From an optimization exercise on the open Yosys and OpenROAD flow, aimed at small area and a short achievable clock period; shortcuts taken in it are not production practice. In this exercise RTL edits were held to simulation tests only and were not proved equivalent to the original.

**flow/config.mk**
```make
export PLATFORM = sky130hd
export DESIGN_NAME = ce_agu
export DESIGN_NICKNAME = ce_agu
export VERILOG_FILES = /design/flow/design.v
export SDC_FILE = /design/flow/constraint.sdc
export NUM_CORES = 4
export LEC_CHECK = 0
export CAP_MARGIN = 20
export CORE_MARGIN = 2
export CORE_UTILIZATION = 40
export SLEW_MARGIN = 20
```
**flow/constraint.sdc**
```tcl
create_clock -name core_clock -period 60.0 [get_ports {clk}]
set_input_delay 12.0000 -clock core_clock [delete_from_list [all_inputs] [get_ports {clk}]]
set_output_delay 12.0000 -clock core_clock [all_outputs]
set_load 0.01 [all_outputs]
```
**flow/design.v**
```verilog
module ce_agu (
    input  wire        clk,
    input  wire        rst,         
    input  wire        wr_en,
    input  wire [4:0]  wr_sel,
    input  wire [15:0] wr_data,
    input  wire [4:0]  rd_sel,
    output reg  [15:0] rd_data,
    input  wire        x_en,
    input  wire [1:0]  x_k,
    input  wire [15:0] x_disp,
    input  wire        x_upd,
    output wire [15:0] x_ea,
    output wire        x_fault,
    input  wire        y_en,
    input  wire [1:0]  y_k,
    input  wire [15:0] y_disp,
    input  wire        y_upd,
    output wire [15:0] y_ea,
    output wire        y_fault
);
    reg [15:0] xa [0:3];
    reg [15:0] ya [0:3];
    reg [15:0] xn [0:3];
    reg [15:0] yn [0:3];
    reg [15:0] xm [0:3];
    reg [15:0] ym [0:3];
    function [15:0] rev_m;
        input [15:0] v;
        input [3:0]  m;
        reg   [15:0] r;
        integer      i;
        begin
            for (i = 0; i < 16; i = i + 1)
                r[i] = v[15 - i];
            rev_m = r >> (16 - m);
        end
    endfunction
    function bad_mode;
        input [15:0] mr;
        begin
            bad_mode = (mr[15:14] == 2'd3) ||
                       (mr[15:14] == 2'd2 && (mr[3:0] == 4'd0 || mr[3:0] == 4'd15));
        end
    endfunction
    function [15:0] addr_update;
        input [15:0] a;
        input [15:0] n;
        input [15:0] mr;
        reg   [14:0] len1;       
        reg   [15:0] pmask;      
        reg   [15:0] base;
        reg signed [17:0] x;     
        reg signed [17:0] r;
        reg   [15:0] mmask;      
        reg   [15:0] off;
        reg   [15:0] sum;
        integer      i;
        begin
            addr_update = a;
            case (mr[15:14])
                2'd0: addr_update = a + n;
                2'd1: begin
                    len1  = {1'b0, mr[13:0]} + 15'd1;
                    pmask = 16'd0;
                    for (i = 0; i < 15; i = i + 1)
                        if (({1'b0, mr[13:0]} >> i) != 15'd0)
                            pmask[i] = 1'b1;
                    base = a & ~pmask;
                    x = $signed({2'b00, a & pmask}) + $signed({{2{n[15]}}, n});
                    r = x % $signed({3'b000, len1});
                    if (r < 0)
                        r = r + $signed({3'b000, len1});
                    addr_update = base + r[15:0];
                end
                2'd2: begin
                    mmask = (16'd1 << mr[3:0]) - 16'd1;
                    off   = a & mmask;
                    sum   = (rev_m(off, mr[3:0]) + rev_m(n & mmask, mr[3:0])) & mmask;
                    addr_update = (a & ~mmask) | rev_m(sum, mr[3:0]);
                end
                default: addr_update = a;
            endcase
        end
    endfunction
    assign x_ea = xa[x_k] + x_disp;
    assign y_ea = ya[y_k] + y_disp;
    assign x_fault = x_en && x_upd && bad_mode(xm[x_k]);
    assign y_fault = y_en && y_upd && bad_mode(ym[y_k]);
    wire any_fault = x_fault || y_fault;
    wire x_do_upd  = x_en && x_upd && !any_fault;
    wire y_do_upd  = y_en && y_upd && !any_fault;
    wire [15:0] x_next = addr_update(xa[x_k], xn[x_k], xm[x_k]);
    wire [15:0] y_next = addr_update(ya[y_k], yn[y_k], ym[y_k]);
    always @(*) begin
        case (rd_sel[4:2])
            3'd0: rd_data = xa[rd_sel[1:0]];
            3'd1: rd_data = ya[rd_sel[1:0]];
            3'd2: rd_data = xn[rd_sel[1:0]];
            3'd3: rd_data = yn[rd_sel[1:0]];
            3'd4: rd_data = xm[rd_sel[1:0]];
            3'd5: rd_data = ym[rd_sel[1:0]];
            default: rd_data = 16'd0;
        endcase
    end
    integer j;
    always @(posedge clk) begin
        if (rst) begin
            for (j = 0; j < 4; j = j + 1) begin
                xa[j] <= 16'd0;
                ya[j] <= 16'd0;
                xn[j] <= 16'd0;
                yn[j] <= 16'd0;
                xm[j] <= 16'd0;
                ym[j] <= 16'd0;
            end
        end else begin
            if (x_do_upd)
                xa[x_k] <= x_next;
            if (y_do_upd)
                ya[y_k] <= y_next;
            if (wr_en) begin
                case (wr_sel[4:2])
                    3'd0: xa[wr_sel[1:0]] <= wr_data;
                    3'd1: ya[wr_sel[1:0]] <= wr_data;
                    3'd2: xn[wr_sel[1:0]] <= wr_data;
                    3'd3: yn[wr_sel[1:0]] <= wr_data;
                    3'd4: xm[wr_sel[1:0]] <= wr_data;
                    3'd5: ym[wr_sel[1:0]] <= wr_data;
                    default: ;
                endcase
            end
        end
    end
endmodule
```
**flow/run.sh**
```bash
#!/bin/bash
# synth_recipe.tcl (not shown) runs the flow's synth.tcl, then flattens the netlist and writes it again
# the make line also repeats each setting of config.mk as NAME=value (left out here)
make -C /OpenROAD-flow-scripts/flow DESIGN_CONFIG=/design/flow/config.mk WORK_HOME=/design/flow/orfs CLKGATE_MAP_FILE= SYNTH_SCRIPT=/design/flow/synth_recipe.tcl finish
```
==> results.sh <==
export IMPL_status="finished clean"
export IMPL_core_area_mm2=0.139
export IMPL_root_buffer="clkbuf_16"
export IMPL_clock_latency_ns=0.59
export IMPL_fill_cells=13700
export IMPL_drt_wl_total_um=217000
export IMPL_met3_usage_pct=5.77
export IMPL_synth_edff_count=384
export IMPL_slowest_delay_ns=0.62
export IMPL_cp_slowest_cell="mux4_2"
export IMPL_synth_warnings=1
export IMPL_cts_tree="done"
export IMPL_netlist_instances=6805
export IMPL_hold_path_class="reg2reg"
export IMPL_setup_viol=0
export IMPL_cts_inserted_buffers=42
export IMPL_routedWlPerCell_um=24.7
export IMPL_maxSlewViolCount=0
export IMPL_drc=0
export IMPL_grt_max_degree=58
export IMPL_drt_first_pass_iters=7
export IMPL_final_common_cell="nor2_1"
export IMPL_crit_path_frequent_cell="o21a_1"
export IMPL_fin_util_pct=44.5
export IMPL_drtAntennaViolNets=0
export IMPL_multi_input_area_mm2=0.0425
export IMPL_fp_dieArea_mm2=0.142
export IMPL_vias=55400
export IMPL_final_setup_skew_ns=0.0209
export IMPL_async_reset_ff_share_pct=0
export IMPL_cts_hold_repair_buffers=0
export IMPL_drt_iter0_markers=7344
export IMPL_worst_pin_slew_ns=1.26
export IMPL_grt_pass1_wl_um=319000
export IMPL_clk_pin_slew_ns=0.06
export IMPL_hold_viol=0
export IMPL_critical_path_class="in2reg"
export IMPL_grt_use_total_pct=29.2
export IMPL_netlist_area_mm2=0.0558
export IMPL_max_cap_viol_count=0
export IMPL_grt_overflow_total=0
export IMPL_grtUsageMet1_pct=43.2
export IMPL_critPathBufInv=20
export IMPL_crit_path_start_kind="input port"
export IMPL_gp_congestion=1.01
export IMPL_seq_area_frac_synth_pct=20.7
export IMPL_area_growth_pct=11.0
export IMPL_synthTopCellsByArea="edfxtp_1, ha_1, mux4_2"
export IMPL_grt_pass1_vias=50900
export IMPL_io_pins=119
export IMPL_seq_area_mm2=0.0115
export IMPL_required_ns=60.31
export IMPL_yosys_area_top_type="edfxtp_1"
export IMPL_initial_core_util_pct=40.1
export IMPL_mostFrequentLayoutCells="nor2_1, nand2_1, ha_1"
export IMPL_clockBufferDepth=3
export IMPL_layout_drive_gt1_share_pct=12.1
export IMPL_fmax_mhz=17.4
export IMPL_num_rows=137
export IMPL_end_kind="flop"
export IMPL_critPathArrivalTime_ns=57.90
export IMPL_finalSetupTns_ns=0
export IMPL_final_nets=7491
export IMPL_place_hpwl_um=165000
export IMPL_finalCritPeriodShare_pct=96.0
export IMPL_viasPerCell=6.30
export IMPL_die_width_um=377
export IMPL_crit_fanout=19
export IMPL_synth_area_per_cell_um2=8.20
export IMPL_synth_seq_cells=384
export IMPL_post_route_min_period_ns=57.59
export IMPL_synth_top_area_share_pct=20.7
export IMPL_port_buffers=118
export IMPL_cts_sinks=384
export IMPL_maxSlewHeadroom_pct=15.5
export IMPL_yosysUniqueCellTypes=115
export IMPL_antenna_found_initial=6
export IMPL_grt_busiest_layer="met1"
export IMPL_crit_family="compound AO/OA/AOI/OAI gates"
export IMPL_fp_dieH_um=377
export IMPL_grt_use_met2_pct=42.5
export IMPL_synthFlopType="edfxtp_1"
export IMPL_cts_max_level=2
-- cell usage after synthesis (all sizes together), types with 36 or more instances --
master,count
nor2,702
nand2,643
ha,534
o21ai,463
a21oi,461
edfxtp,384
inv,330
xnor2,281
clkbuf,246
and2,204
nand3,196
mux4,193
nor3,172
xor2,136
a21o,126
and3,122
o21a,121
mux2i,114
o21bai,96
mux2,84
nor2b,78
a31oi,77
buf,77
a22oi,72
or3,65
nand2b,62
or2,62
a211oi,60
o211ai,56
nor4,46
a21boi,41
nand4,41
o31ai,36
-- what timing repair did --
action / 4_1_cts / 5_1_grt
setup endpoints to repair: 84 / 128
buffers inserted: 6 / 38
pin swaps: 3 / 16
resized for setup: 22 / 136
gates cloned: 0 / 2
-- sequential cells by signal, indices dropped and copies added, names as in the netlist --
register	cells
yn	64
ym	64
xm	64
ya	64
xn	64
xa	64
-- cell type report --
class,instances,area share (%)
flip-flops and latches,384,18.6
well taps,1876,3.79
repair buffers,346,4.71
clock buffers,49,1.74
multi-input cells,5768,68.7
inverters,332,2.01
clock inverters,25,0.434
diodes,2,0.00808
-- per-layer routing --
metal  up-vias  part of all wire [%]  wire length, um
li1      25500                     -                -
met1     26600                    44            95400
met2      2927                    41            90000
met3       374                    12            25000
met4         4                   3.1             6630
met5         -                 0.014               30
-- path summary, 6_finish.rpt --
path,from,to,slack [ns],depth (start not counted)
hold / removal,ya[0][2],ya[2][2],1.36,4
setup / recovery,y_k[0],ya[2][15],2.41,216
setup reg to reg,ym[3][13],ya[2][15],13.67,215
hold reg to reg,ya[0][2],ya[2][2],1.36,4
-- worst min-delay path: stages (launching register included) --
cell and delay (ns):
edfxtp_1 0.34, mux4_2 0.44, nand3_1 0.13, o31a_1 0.16, o21ai_0 0.17
-- cell families (layout without fill, tap and decap cells) --
logic type	after synthesis	in the layout	synth area share [%]
flip-flops	384	384	20.7
other	1	4	0.00672
adder cells (fa/ha/maj)	548	548	12.5
AO/OA/AOI/OAI	1928	1929	22.7
buffers and inverters	655	752	4.58
XOR/XNOR	418	418	6.63
AND/OR/NAND/NOR	2480	2480	21.4
multiplexers	391	391	11.5
-- metrics by stage --
stage / hold WS (ns) / worst slack (ns) / std cells / instance area (um2)
after CTS: 1.31 / 0.00750 / 8740 / 61000
after global routing: 1.38 / -0.167 / 8781 / 61900
after floorplan: 1.04 / 3.15 / 6806 / 55800
after detailed placement: 1.29 / -3.27 / 8660 / 59500
final: 1.36 / 2.41 / 8782 / 61900
after global placement: 1.31 / -2.83 / 8659 / 59500

[separate check: timing with driven ports]
In the flow no input, the clock included, has a driving cell. The finished layout below was timed again as built, in two steps. Step 1 assumes that a clkbuf_16 drives the clock port and a buf_2 every other input. Step 2 adds t to the input delays and takes it off the output delays; t is the mean of the earliest and latest rising clock arrival at the registers after step 1. Input paths then give back, and output paths get back, about the clock's delay inside the block. a / b / c = no drivers / after step 1 / after step 2; a / b = the first two.
shift t [ns]: 0.639
setup slack, ns: 2.411 / 2.449 / 1.810
hold slack, ns: 1.359 / 1.359 / 1.359
worst setup path at the end: input to register
worst register clock-pin slew, ns: 0.06 / 0.06
After both steps this run still meets setup and hold. For this run, drivers alone change the setup slack by +0.038 ns; drivers and shift together by -0.601 ns.
